What follows belongs to an exercise in optimizing a design on an open flow for small area, a short achievable clock period and few clock cycles per item; a production flow would make more cautious choices.
Only simulation tests tie the RTL to the original design; equivalence was not proved.

Setup of amber:
## rs_group_codec
module rs_group_codec (
    input  wire         clk,
    input  wire         rst_n,         
    input  wire         in_valid,
    output wire         in_ready,
    input  wire         in_op,         
    input  wire [255:0] in_data,
    input  wire [23:0]  in_check,      
    input  wire [31:0]  in_addr,       
    output reg          out_valid,
    input  wire         out_ready,
    output wire [255:0] out_data,
    output wire [23:0]  out_check,
    output wire [1:0]   out_status,
    output wire [5:0]   out_pos
);
Size in the first run: ~610 I/O pins, ~0.029 mm² of cells after synthesis.
Settings: LEC_CHECK=0, CAP_MARGIN=20, CORE_AREA=5 5 235 235, CTS_BUF_LIST=sky130_fd_sc_hd__clkbuf_8, DIE_AREA=0 0 240 240, GPL_ROUTABILITY_DRIVEN=0, PLACE_DENSITY=0.8, SLEW_MARGIN=20; clock period 15.0 ns.
standard.sh (not shown) runs the stock make flow with config.mk's settings and CLKGATE_MAP_FILE= SYNTH_SCRIPT=/design/flow/synth_recipe.tcl, a recipe that flattens the netlist after the stock synthesis.
==> flow/flow/run.sh <==
#!/bin/bash
set -euo pipefail
MARGIN=$(cat flow/margin.txt)
bash standard.sh \
  "BUFFER_PORTS_ARGS=-buffer_cell sky130_fd_sc_hd__buf_1" \
  "SETUP_SLACK_MARGIN=$MARGIN" \
  finish > standard.log 2>&1
==> flow/flow/margin.txt <==
7
Testbench counts of amber, summed over its fixed seeds: cycles 9,608, items 9,600.
## Diff of input files: maple against amber
# amber
export LEC_CHECK = 0
export CAP_MARGIN = 20
export CORE_AREA = 5 5 235 235
export CTS_BUF_LIST = sky130_fd_sc_hd__clkbuf_8
export DIE_AREA = 0 0 240 240
export GPL_ROUTABILITY_DRIVEN = 0
export PLACE_DENSITY = 0.8
export SLEW_MARGIN = 20
create_clock -name core_clock -period 15.0 [get_ports {clk}]
# maple
export LEC_CHECK = 0
export CAP_MARGIN = 20
export CORE_AREA = 5 5 235 235
export CTS_BUF_LIST = sky130_fd_sc_hd__clkbuf_8
export DIE_AREA = 0 0 240 240
export PLACE_DENSITY = 0.65
export SETUP_SLACK_MARGIN = 5
export SLEW_MARGIN = 20
create_clock -name core_clock -period 15.0 [get_ports {clk}]
==> flow/run.sh (new file) <==
#!/bin/bash
# synth_recipe.tcl (not shown) runs the flow's synth.tcl, then flattens the netlist and writes it again
# the make line also repeats each setting of config.mk as NAME=value (left out here)
make -C /OpenROAD-flow-scripts/flow DESIGN_CONFIG=/design/flow/config.mk WORK_HOME=/design/flow/orfs CLKGATE_MAP_FILE= SYNTH_SCRIPT=/design/flow/synth_recipe.tcl finish
removed: flow/flow/run.sh
removed: flow/flow/margin.txt
removed: flow/standard.sh
--- outcome ---
- When maple is measured against amber, its area growth from synthesis to layout turns out 8.9 points higher.
- Relative to amber, sum of routed wire segments on met1 has gone up in maple.
- Taking amber as the reference, in maple worst setup margin has decreased, final design instance area without fill went up, highest clock frequency the design can meet lower.
- Lower number of antenna violations at the first check in global routing was reported by maple, not amber.
- End-of-flow core utilization sits higher in maple than in amber.
- Compared with amber, the router placed fewer vias in maple.
- Summary of the comparison: wire length is higher in maple, relative to amber.
diff inputs: maple => tundra
# maple
export LEC_CHECK = 0
export CAP_MARGIN = 20
export CORE_AREA = 5 5 235 235
export CTS_BUF_LIST = sky130_fd_sc_hd__clkbuf_8
export DIE_AREA = 0 0 240 240
export PLACE_DENSITY = 0.65
export SETUP_SLACK_MARGIN = 5
export SLEW_MARGIN = 20
create_clock -name core_clock -period 15.0 [get_ports {clk}]
# tundra
export LEC_CHECK = 0
export CAP_MARGIN = 20
export CORE_AREA = 5 5 235 235
export CTS_BUF_LIST = sky130_fd_sc_hd__clkbuf_8
export DIE_AREA = 0 0 240 240
export GPL_ROUTABILITY_DRIVEN = 0
export PLACE_DENSITY = 0.65
export SLEW_MARGIN = 20
create_clock -name core_clock -period 15.0 [get_ports {clk}]
==> flow/flow/run.sh (new file) <==
#!/bin/bash
set -euo pipefail
MARGIN=$(cat flow/margin.txt)
bash standard.sh \
  "BUFFER_PORTS_ARGS=-buffer_cell sky130_fd_sc_hd__buf_1" \
  "SETUP_SLACK_MARGIN=$MARGIN" \
  finish > standard.log 2>&1
==> flow/flow/margin.txt (new file) <==
7
==> flow/standard.sh (new file) <==
#!/bin/bash
# synth_recipe.tcl (not shown) runs the flow's synth.tcl, then flattens the netlist and writes it again
# the make line also repeats each setting of config.mk as NAME=value (left out here)
make -C /OpenROAD-flow-scripts/flow DESIGN_CONFIG=/design/flow/config.mk WORK_HOME=/design/flow/orfs CLKGATE_MAP_FILE= SYNTH_SCRIPT=/design/flow/synth_recipe.tcl "${@:-finish}"
removed: flow/run.sh
==> comparison <==
Taking maple over tundra, the final instance area ratio works out to 1.08.
tundra ends up with a number of global-route vias before repair that is 4.5% lower than in maple.
maple → tundra: non-clock buffering overhead in the final layout now sits lower, non-clock buffer count now sits higher, slack of the worst reg-to-reg path now sits higher, met1 wire length now sits lower, global-route total usage across every layer now sits lower.
Comparing maple and tundra, share of cell area taken by flip-flops and latches is higher on tundra.
Timing, DRC, antenna: 0 failures across maple and tundra
The inputs of violet differ from those of tundra as listed below.
# tundra
export LEC_CHECK = 0
export CAP_MARGIN = 20
export CORE_AREA = 5 5 235 235
export CTS_BUF_LIST = sky130_fd_sc_hd__clkbuf_8
export DIE_AREA = 0 0 240 240
export GPL_ROUTABILITY_DRIVEN = 0
export PLACE_DENSITY = 0.65
export SLEW_MARGIN = 20
create_clock -name core_clock -period 15.0 [get_ports {clk}]
# violet
export LEC_CHECK = 0
export CAP_MARGIN = 20
export CORE_AREA = 5 5 235 235
export CTS_BUF_LIST = sky130_fd_sc_hd__clkbuf_8
export DIE_AREA = 0 0 240 240
export PLACE_DENSITY = 0.65
export SLEW_MARGIN = 20
create_clock -name core_clock -period 15.0 [get_ports {clk}]
==> flow/flow/margin.txt <==
6.75
==> comparison <==
- A cell at the slowest stage of the critical path of sky130_fd_sc_hd__xnor3_1 is what tundra shows, while sky130_fd_sc_hd__xnor2_1 belongs to violet.
- in_data[197] as the critical path launch point was reported by tundra, and in_data[223] by violet.
- [violet] hold slack rose 0.039 ns relative to tundra
- Summary: maximum frequency, violet worse than tundra
- Delta (violet minus tundra): detailed route wirelength on metal3 higher, layout net count went up about 0.4%, relative area of clock buffers and inverters in the final design increased 0.52 points.
- From tundra to violet the numbers moved as follows: pin count of the biggest net entering global routing increased by 8.6% relative to the old numbers; routed wire length increased by 6.1% relative to the old numbers; final-layout fill cell count decreased by 3.5% relative to the old numbers.

separate check: timing with driven ports:
How much do the figures lean on ideal ports? The routed layouts below were timed once more, with nothing changed but the port constraints. Step 1 assumes that a clkbuf_16 drives the clock port and a buf_2 every other input. Step 2 also shifts input and output timing later by t, the mid clock arrival at the registers, as if the neighbouring blocks saw the same clock. Slacks: ideal ports / drivers / drivers and shift; pairs: ideal ports / drivers.
| run | t (ns) | setup slack, ns | clock arrival spread, ns | cell pins on the clock port's net |
|---|---|---|---|---|
| amber | 0.731 | 6.921 / 6.934 / 6.221 | 0.059 / 0.058 | 1 |
| maple | 0.724 | 5.309 / 5.337 / 4.613 | 0.052 / 0.052 | 1 |
| tundra | 0.707 | 7.010 / 7.023 / 6.316 | 0.040 / 0.040 | 1 |
| violet | 0.716 | 6.742 / 6.743 / 6.056 | 0.041 / 0.040 | 1 |
After both steps every run listed still meets setup and hold. The setup slack of amber, which loses most, moves by +0.013 ns with the drivers and by -0.700 ns with both steps.
